This is an optimization exercise on Yosys and OpenROAD, whose aim is small area and a short achievable clock period, not a production implementation.
At most, simulation tests tie the RTL to the original design; equivalence was not proved.

// chk_unit
module chk_unit (
    input  wire        clk,
    input  wire        rst,           
    input  wire        wr_cfg,        
    input  wire        wr_init,       
    input  wire        wr_value,      
    input  wire [31:0] wdata,
    input  wire        s_valid,
    input  wire [63:0] s_data,        
    input  wire [2:0]  s_nbm1,        
    input  wire        s_last,        
    input  wire        s_check,       
    output wire [1:0]  code,
    output wire [31:0] value,
    output wire [31:0] result,
    output wire        residue_ok,
    output wire [15:0] fail_cnt,
    output wire [15:0] refused_cnt
);
    function [31:0] width_mask(input [1:0] c);
        case (c)
            2'd0, 2'd1: width_mask = 32'hFFFF_FFFF;
            2'd2:       width_mask = 32'h0000_FFFF;
            default:    width_mask = 32'h0000_00FF;
        endcase
    endfunction
    function [31:0] init_value(input [1:0] c);
        case (c)
            2'd0, 2'd1: init_value = 32'hFFFF_FFFF;
            2'd2:       init_value = 32'h0000_FFFF;
            default:    init_value = 32'h0000_0000;
        endcase
    endfunction
  ...
Size in the first run: about 2,000 cells after synthesis, roughly 70 flip-flops, ~16,000 sq um of cells after synthesis.
clock: 25.0 ns
lec_check: 0
cap_margin: 20
core_margin: 2
core_utilization: 62
setup_slack_margin: 2
slew_margin: 40
dont_use_cells: sky130_fd_sc_hd__xor3_1 sky130_fd_sc_hd__xor3_2 sky130_fd_sc_hd__xor3_4 sky130_fd_sc_hd__xnor3_1 sky130_fd_sc_hd__xnor3_2 sky130_fd_sc_hd__xnor3_4 sky130_fd_sc_hd__xnor2_2 sky130_fd_sc_hd__xnor2_4 sky130_fd_sc_hd__xor2_2 sky130_fd_sc_hd__xor2_4
buffer_ports_args: -buffer_cell sky130_fd_sc_hd__buf_1
standard.sh (not shown) runs the stock make flow with config.mk's settings and CLKGATE_MAP_FILE= SYNTH_SCRIPT=/design/flow/synth_recipe.tcl, a recipe that flattens the netlist after the stock synthesis.
==> flow/flow/run.sh <==
#!/bin/bash
# Standard layout (the standard.sh) with these changes:
#  - no three-input XOR cells (two XOR2 are smaller than one XOR3 here), and
#    XOR2 cells only in their smallest size (synthesis upsizes them for a
#    delay target far below the clock period);
#  - ports buffered with the smallest buffer instead of a delay buffer;
#  - the timing repair aims for more setup slack than the design's margin.
set -euo pipefail
cat >> config.mk <<'EOC'
export DONT_USE_CELLS = sky130_fd_sc_hd__xor3_1 sky130_fd_sc_hd__xor3_2 sky130_fd_sc_hd__xor3_4 sky130_fd_sc_hd__xnor3_1 sky130_fd_sc_hd__xnor3_2 sky130_fd_sc_hd__xnor3_4 sky130_fd_sc_hd__xnor2_2 sky130_fd_sc_hd__xnor2_4 sky130_fd_sc_hd__xor2_2 sky130_fd_sc_hd__xor2_4
export BUFFER_PORTS_ARGS = -buffer_cell sky130_fd_sc_hd__buf_1
EOC
bash standard.sh SETUP_SLACK_MARGIN=${MARGIN:-15} finish > standard.log 2>&1
The first run completed with no timing, DRC or antenna violations.
Change:
--- a/flow/flow/run.sh
+++ b/flow/flow/run.sh
@@ -12,2 +12,2 @@
 EOC
-bash standard.sh SETUP_SLACK_MARGIN=${MARGIN:-15} finish > standard.log 2>&1
+bash standard.sh SETUP_SLACK_MARGIN=${MARGIN:-16} finish > standard.log 2>&1
--- a/flow/config.mk
+++ b/flow/config.mk
@@ -11,3 +11,3 @@
 export SETUP_SLACK_MARGIN = 2
-export SLEW_MARGIN = 40
+export SLEW_MARGIN = 20
 export DONT_USE_CELLS = sky130_fd_sc_hd__xor3_1 sky130_fd_sc_hd__xor3_2 sky130_fd_sc_hd__xor3_4 sky130_fd_sc_hd__xnor3_1 sky130_fd_sc_hd__xnor3_2 sky130_fd_sc_hd__xnor3_4 sky130_fd_sc_hd__xnor2_2 sky130_fd_sc_hd__xnor2_4 sky130_fd_sc_hd__xor2_2 sky130_fd_sc_hd__xor2_4
=> The new run went through all stages and came out clean. Synthesized area stays the same. Global-route usage goes up by 0.44 points. Worst setup slack gains 0.75 ns. Final cell count goes up by 2.4%. Clock-buffer cell count goes down by 1.
Change:
--- a/flow/flow/run.sh
+++ b/flow/flow/run.sh
@@ -12,2 +12,2 @@
 EOC
-bash standard.sh SETUP_SLACK_MARGIN=${MARGIN:-16} finish > standard.log 2>&1
+bash standard.sh SETUP_SLACK_MARGIN=${MARGIN:-17} finish > standard.log 2>&1
--- a/flow/config.mk
+++ b/flow/config.mk
@@ -11,3 +11,3 @@
 export SETUP_SLACK_MARGIN = 2
-export SLEW_MARGIN = 20
+export SLEW_MARGIN = 40
 export DONT_USE_CELLS = sky130_fd_sc_hd__xor3_1 sky130_fd_sc_hd__xor3_2 sky130_fd_sc_hd__xor3_4 sky130_fd_sc_hd__xnor3_1 sky130_fd_sc_hd__xnor3_2 sky130_fd_sc_hd__xnor3_4 sky130_fd_sc_hd__xnor2_2 sky130_fd_sc_hd__xnor2_4 sky130_fd_sc_hd__xor2_2 sky130_fd_sc_hd__xor2_4
After rerunning: This time the run did not get past global routing with GRT-0116; synthesized area is unchanged; synthesized cell count does not change.
Change:
--- a/flow/flow/run.sh
+++ b/flow/flow/run.sh
@@ -12,2 +12,2 @@
 EOC
-bash standard.sh SETUP_SLACK_MARGIN=${MARGIN:-17} finish > standard.log 2>&1
+bash standard.sh SETUP_SLACK_MARGIN=${MARGIN:-15} finish > standard.log 2>&1
--- a/flow/config.mk
+++ b/flow/config.mk
@@ -11,3 +11,3 @@
 export SETUP_SLACK_MARGIN = 2
-export SLEW_MARGIN = 40
+export SLEW_MARGIN = 60
 export DONT_USE_CELLS = sky130_fd_sc_hd__xor3_1 sky130_fd_sc_hd__xor3_2 sky130_fd_sc_hd__xor3_4 sky130_fd_sc_hd__xnor3_1 sky130_fd_sc_hd__xnor3_2 sky130_fd_sc_hd__xnor3_4 sky130_fd_sc_hd__xnor2_2 sky130_fd_sc_hd__xnor2_4 sky130_fd_sc_hd__xor2_2 sky130_fd_sc_hd__xor2_4
The changed run passed the timing, DRC and antenna checks.
Area after synthesis stays the same.
Synthesized cell count is unchanged.
Change:
--- a/flow/flow/run.sh
+++ b/flow/flow/run.sh
@@ -11,2 +11,3 @@
 export BUFFER_PORTS_ARGS = -buffer_cell sky130_fd_sc_hd__buf_1
+export GPL_KEEP_OVERFLOW = 0
 EOC
--- a/flow/config.mk
+++ b/flow/config.mk
@@ -11,4 +11,5 @@
 export SETUP_SLACK_MARGIN = 2
-export SLEW_MARGIN = 60
+export SLEW_MARGIN = 40
 export DONT_USE_CELLS = sky130_fd_sc_hd__xor3_1 sky130_fd_sc_hd__xor3_2 sky130_fd_sc_hd__xor3_4 sky130_fd_sc_hd__xnor3_1 sky130_fd_sc_hd__xnor3_2 sky130_fd_sc_hd__xnor3_4 sky130_fd_sc_hd__xnor2_2 sky130_fd_sc_hd__xnor2_4 sky130_fd_sc_hd__xor2_2 sky130_fd_sc_hd__xor2_4
 export BUFFER_PORTS_ARGS = -buffer_cell sky130_fd_sc_hd__buf_1
+export GPL_KEEP_OVERFLOW = 0
Cell area drops slightly. Synthesized area does not change. Clock-buffer cell count drops by 1. Synthesized cell count is unchanged. Maximum frequency drops by a few percent.

========
== run 1 ==
Another version of the RTL of chk_unit (not shown whole).
Size: roughly 67 flip-flops, ~19000 um^2 of cells after synthesis.
Settings: LEC_CHECK=0, CAP_MARGIN=20, CORE_MARGIN=2, CORE_UTILIZATION=40, SETUP_SLACK_MARGIN=2, SLEW_MARGIN=20, DONT_USE_CELLS=sky130_fd_sc_hd__xor3_1 sky130_fd_sc_hd__xor3_2 sky130_fd_sc_hd__xor3_4 sky130_fd_sc_hd__xnor3_1 sky130_fd_sc_hd__xnor3_2 sky130_fd_sc_hd__xnor3_4; clock period 25.0 ns.
==> flow/flow/run.sh <==
#!/bin/bash
# Standard layout, with the three-input XOR cells kept out of synthesis and
# optimisation (two XOR2 are smaller than one XOR3 in this library).
set -euo pipefail
cat >> config.mk <<'EOC'
export DONT_USE_CELLS = sky130_fd_sc_hd__xor3_1 sky130_fd_sc_hd__xor3_2 sky130_fd_sc_hd__xor3_4 sky130_fd_sc_hd__xnor3_1 sky130_fd_sc_hd__xnor3_2 sky130_fd_sc_hd__xnor3_4
EOC
bash standard.sh SETUP_SLACK_MARGIN=15 finish > standard.log 2>&1
The inputs of run 2 differ from those of run 1 as listed below.
==> flow/flow/run.sh <==
#!/bin/bash
# Standard layout, with the three-input XOR cells kept out of synthesis and
# optimisation (two XOR2 are smaller than one XOR3 in this library).
set -euo pipefail
cat >> config.mk <<'EOC'
export DONT_USE_CELLS = sky130_fd_sc_hd__xor3_1 sky130_fd_sc_hd__xor3_2 sky130_fd_sc_hd__xor3_4 sky130_fd_sc_hd__xnor3_1 sky130_fd_sc_hd__xnor3_2 sky130_fd_sc_hd__xnor3_4
EOC
bash standard.sh finish > standard.log 2>&1
Results
Run 2 finished end to end and its layout was clean on timing, DRC and antenna.
Run 1 has higher worst hold slack than run 2.
Fmax: run 2 lower than run 1
[compare] base=run 1 new=run 2: area of the multi-input gates stayed essentially flat; sequential cell count barely changed.
Compared run 2 vs run 1, and critical path depth in cells is up in run 2.
Here is what was changed in the inputs of run 3 compared with run 2.
# run 2
export LEC_CHECK = 0
export CAP_MARGIN = 20
export CORE_MARGIN = 2
export CORE_UTILIZATION = 40
export SETUP_SLACK_MARGIN = 2
export SLEW_MARGIN = 20
export DONT_USE_CELLS = sky130_fd_sc_hd__xor3_1 sky130_fd_sc_hd__xor3_2 sky130_fd_sc_hd__xor3_4 sky130_fd_sc_hd__xnor3_1 sky130_fd_sc_hd__xnor3_2 sky130_fd_sc_hd__xnor3_4
create_clock -name core_clock -period 25.0 [get_ports {clk}]
# run 3
export LEC_CHECK = 0
export CAP_MARGIN = 20
export CORE_MARGIN = 2
export CORE_UTILIZATION = 70
export SETUP_SLACK_MARGIN = 2
export SLEW_MARGIN = 20
create_clock -name core_clock -period 25.0 [get_ports {clk}]
==> flow/run.sh (new file) <==
#!/bin/bash
# synth_recipe.tcl (not shown) runs the flow's synth.tcl, then flattens the netlist and writes it again
# the make line also repeats each setting of config.mk as NAME=value (left out here)
make -C /OpenROAD-flow-scripts/flow DESIGN_CONFIG=/design/flow/config.mk WORK_HOME=/design/flow/orfs CLKGATE_MAP_FILE= SYNTH_SCRIPT=/design/flow/synth_recipe.tcl finish
removed: flow/flow/run.sh
removed: flow/standard.sh
[summary]
Placed wire-length estimate in run 3 vs run 2: down about 18%. Sort run 3 and run 2 by share of synthesized cell area in and, or, nand and nor gates desc -> top: run 2. For run 3, the flow was terminated by a tool error in 5_1_grt and produced no final design. For the number of cells in the design after placement, run 3 came in 354 lower than run 2 did. Compared with run 2, in run 3 adder-cell area share of the yosys netlist now sits at about the same level, width of the chip now sits lower, setup slack after placement now sits higher, synthesized cell count now sits lower, number of setup buffers added after CTS now sits at about the same level. Compared with run 2, run 3 shows a lower placed instance area.
Setup changes, run 3 to run 4
# run 3
export LEC_CHECK = 0
export CAP_MARGIN = 20
export CORE_MARGIN = 2
export CORE_UTILIZATION = 70
export SETUP_SLACK_MARGIN = 2
export SLEW_MARGIN = 20
create_clock -name core_clock -period 25.0 [get_ports {clk}]
# run 4
export LEC_CHECK = 0
export CAP_MARGIN = 20
export CORE_MARGIN = 2
export CORE_UTILIZATION = 40
export SETUP_SLACK_MARGIN = 2
export SLEW_MARGIN = 20
export DONT_USE_CELLS = sky130_fd_sc_hd__xor3_1 sky130_fd_sc_hd__xor3_2 sky130_fd_sc_hd__xor3_4 sky130_fd_sc_hd__xnor3_1 sky130_fd_sc_hd__xnor3_2 sky130_fd_sc_hd__xnor3_4
export BUFFER_PORTS_ARGS = -buffer_cell sky130_fd_sc_hd__buf_1
create_clock -name core_clock -period 25.0 [get_ports {clk}]
==> flow/flow/run.sh (new file) <==
#!/bin/bash
# Standard layout (the standard.sh) with these changes:
#  - no three-input XOR cells (two XOR2 are smaller than one XOR3 here);
#  - ports buffered with the smallest buffer instead of a delay buffer;
#  - the timing repair aims for more setup slack than the design's margin.
set -euo pipefail
cat >> config.mk <<'EOC'
export DONT_USE_CELLS = sky130_fd_sc_hd__xor3_1 sky130_fd_sc_hd__xor3_2 sky130_fd_sc_hd__xor3_4 sky130_fd_sc_hd__xnor3_1 sky130_fd_sc_hd__xnor3_2 sky130_fd_sc_hd__xnor3_4
export BUFFER_PORTS_ARGS = -buffer_cell sky130_fd_sc_hd__buf_1
EOC
bash standard.sh SETUP_SLACK_MARGIN=${MARGIN:-15} finish > standard.log 2>&1
==> flow/standard.sh (new file) <==
#!/bin/bash
# synth_recipe.tcl (not shown) runs the flow's synth.tcl, then flattens the netlist and writes it again
# the make line also repeats each setting of config.mk as NAME=value (left out here)
make -C /OpenROAD-flow-scripts/flow DESIGN_CONFIG=/design/flow/config.mk WORK_HOME=/design/flow/orfs CLKGATE_MAP_FILE= SYNTH_SCRIPT=/design/flow/synth_recipe.tcl "${@:-finish}"
removed: flow/run.sh
==> summary.txt <==
Looking at worst slack at placement, run 4 sits 0.43 ns lower than run 3 does.
Run 4: no failed stages, no open violations at the end
Run 3 never completed, since it errored out during 5_1_grt.
Placer congestion estimate ends up lower on run 4.
Higher number of instances resized during post-cts repair was reported by run 4, not run 3.
[run 4 vs run 3] die extent in y: higher in run 4
| number of placement rows | run 4 vs run 3 | 19 higher |
On run 4: starting density of the core is 30 points lower than what run 3 gave.
Diff run 3 -> run 4: synthesized net count rose 76, simple logic cell fraction of the synthesized area rose by 0.42 points, total cell area at the placement stage shows a reduction of 4.1%, mean instance size in the synthesized netlist -about 3.6%.
Here is what was changed in the inputs of run 5 compared with run 4.
# run 4
export LEC_CHECK = 0
export CAP_MARGIN = 20
export CORE_MARGIN = 2
export CORE_UTILIZATION = 40
export SETUP_SLACK_MARGIN = 2
export SLEW_MARGIN = 20
export DONT_USE_CELLS = sky130_fd_sc_hd__xor3_1 sky130_fd_sc_hd__xor3_2 sky130_fd_sc_hd__xor3_4 sky130_fd_sc_hd__xnor3_1 sky130_fd_sc_hd__xnor3_2 sky130_fd_sc_hd__xnor3_4
export BUFFER_PORTS_ARGS = -buffer_cell sky130_fd_sc_hd__buf_1
create_clock -name core_clock -period 25.0 [get_ports {clk}]
# run 5
export LEC_CHECK = 0
export CAP_MARGIN = 20
export CORE_MARGIN = 2
export CORE_UTILIZATION = 40
export SETUP_SLACK_MARGIN = 2
export SLEW_MARGIN = 20
export DONT_USE_CELLS = sky130_fd_sc_hd__xor3_1 sky130_fd_sc_hd__xor3_2 sky130_fd_sc_hd__xor3_4 sky130_fd_sc_hd__xnor3_1 sky130_fd_sc_hd__xnor3_2 sky130_fd_sc_hd__xnor3_4
create_clock -name core_clock -period 25.0 [get_ports {clk}]
==> flow/flow/run.sh <==
#!/bin/bash
# Standard layout, with the three-input XOR cells kept out of synthesis and
# optimisation (two XOR2 are smaller than one XOR3 in this library).
set -euo pipefail
cat >> config.mk <<'EOC'
export DONT_USE_CELLS = sky130_fd_sc_hd__xor3_1 sky130_fd_sc_hd__xor3_2 sky130_fd_sc_hd__xor3_4 sky130_fd_sc_hd__xnor3_1 sky130_fd_sc_hd__xnor3_2 sky130_fd_sc_hd__xnor3_4
EOC
bash standard.sh SETUP_SLACK_MARGIN=16 finish > standard.log 2>&1
--- outcome ---
Worst slack after detailed placement on run 5 is up relative to run 4.
In the reports for run 5 and run 4, the smaller ratio of final minimum period to clock period belongs to run 5.
Compared with run 4, run 5 improves post-DP HPWL.
Delta(met1 demand-to-capacity share in global routing, run 5 - run 4) < 0
Summary of the comparison: overall track demand over capacity in global routing is lower in run 5, relative to run 4.
Higher global-route wire length before repair among run 5 and run 4: run 4
For run 5, the end of the critical path was value_q[12], unlike run 4, where it was value_q[24].
Wire length in run 5 is about 2.3% below run 4.
Run 5 — final design instance area without fill 3300 um^2 higher, run 4 as reference
Input-level comparison between run 6 and run 5:
# run 5
export LEC_CHECK = 0
export CAP_MARGIN = 20
export CORE_MARGIN = 2
export CORE_UTILIZATION = 40
export SETUP_SLACK_MARGIN = 2
export SLEW_MARGIN = 20
export DONT_USE_CELLS = sky130_fd_sc_hd__xor3_1 sky130_fd_sc_hd__xor3_2 sky130_fd_sc_hd__xor3_4 sky130_fd_sc_hd__xnor3_1 sky130_fd_sc_hd__xnor3_2 sky130_fd_sc_hd__xnor3_4
create_clock -name core_clock -period 25.0 [get_ports {clk}]
# run 6
export LEC_CHECK = 0
export CAP_MARGIN = 20
export CORE_MARGIN = 2
export CORE_UTILIZATION = 40
export CTS_BUF_LIST = sky130_fd_sc_hd__clkbuf_8
export SETUP_SLACK_MARGIN = 2
export SLEW_MARGIN = 20
export DONT_USE_CELLS = sky130_fd_sc_hd__xor3_1 sky130_fd_sc_hd__xor3_2 sky130_fd_sc_hd__xor3_4 sky130_fd_sc_hd__xnor3_1 sky130_fd_sc_hd__xnor3_2 sky130_fd_sc_hd__xnor3_4
export BUFFER_PORTS_ARGS = -buffer_cell sky130_fd_sc_hd__buf_1
create_clock -name core_clock -period 25.0 [get_ports {clk}]
==> flow/flow/run.sh <==
#!/bin/bash
# Standard layout (the standard.sh) with these changes:
#  - no three-input XOR cells (two XOR2 are smaller than one XOR3 here);
#  - ports buffered with the smallest buffer instead of a delay buffer;
#  - the timing repair aims for more setup slack than the design's margin.
set -euo pipefail
cat >> config.mk <<'EOC'
export DONT_USE_CELLS = sky130_fd_sc_hd__xor3_1 sky130_fd_sc_hd__xor3_2 sky130_fd_sc_hd__xor3_4 sky130_fd_sc_hd__xnor3_1 sky130_fd_sc_hd__xnor3_2 sky130_fd_sc_hd__xnor3_4
export BUFFER_PORTS_ARGS = -buffer_cell sky130_fd_sc_hd__buf_1
EOC
bash standard.sh SETUP_SLACK_MARGIN=${MARGIN:-15} finish > standard.log 2>&1
[summary]
Run 6 against run 5: minimum setup slack in the final design shows a reduction of 0.81 ns, non-clock buffer count went down, share of post-route cells with drive strength above 1 down 7.6 points, aggregate global-route resource usage grew by 1.1 points. Run 5 completed; timing, DRC and antenna clean. Run 6 completed every stage of the flow, and the final layout passed the timing, DRC and antenna checks. Run 6: total length of routed wires is 2.5 mm higher than what run 5 reported.
No functional check of the RTL was part of any run of this note.

## static timing again, ports no longer ideal
How much do the figures lean on ideal ports? The routed layouts below were timed once more, with nothing changed but the port constraints. Step 1 (the two cells are an assumption about what drives the block):
set clk [get_ports {clk}]
set_driving_cell -lib_cell sky130_fd_sc_hd__clkbuf_16 $clk
set_driving_cell -lib_cell sky130_fd_sc_hd__buf_2 [delete_from_list [all_inputs] $clk]
Step 2 also shifts input and output timing later by t, the mid clock arrival at the registers, as if the neighbouring blocks saw the same clock. Three values: no drivers, after step 1, after step 2; two values: the first two.
| run | t, ns | setup WS [ns] | worst setup path after step 2 | worst register clock-pin slew, ns | pins driven straight from the clock port |
|---|---|---|---|---|---|
| the first run of note 1 | 0.379 | 15.146 / 15.165 / 14.786 | input to register | 0.06 / 0.06 | 1 |
| the second run of note 1 | 0.373 | 15.892 / 15.908 / 15.535 | input to register | 0.06 / 0.06 | 1 |
| the fourth run of note 1 | 0.379 | 15.487 / 15.507 / 15.128 | input to register | 0.06 / 0.06 | 1 |
| the fifth run of note 1 | 0.381 | 15.019 / 15.044 / 14.663 | input to register | 0.06 / 0.06 | 1 |
| run 1 | 0.382 | 14.814 / 14.832 / 14.450 | input to register | 0.07 / 0.07 | 1 |
| run 2 | 0.385 | 14.226 / 14.242 / 13.857 | input to register | 0.07 / 0.07 | 1 |
| run 4 | 0.376 | 15.014 / 15.028 / 14.652 | input to register | 0.07 / 0.07 | 1 |
| run 5 | 0.381 | 15.729 / 15.739 / 15.359 | input to register | 0.07 / 0.07 | 1 |
| run 6 | 0.399 | 14.923 / 14.941 / 14.542 | input to register | 0.10 / 0.10 | 1 |
After both steps every run listed still meets setup and hold. For run 6, which loses most, drivers alone change the setup slack by +0.018 ns; drivers and shift together by -0.381 ns.
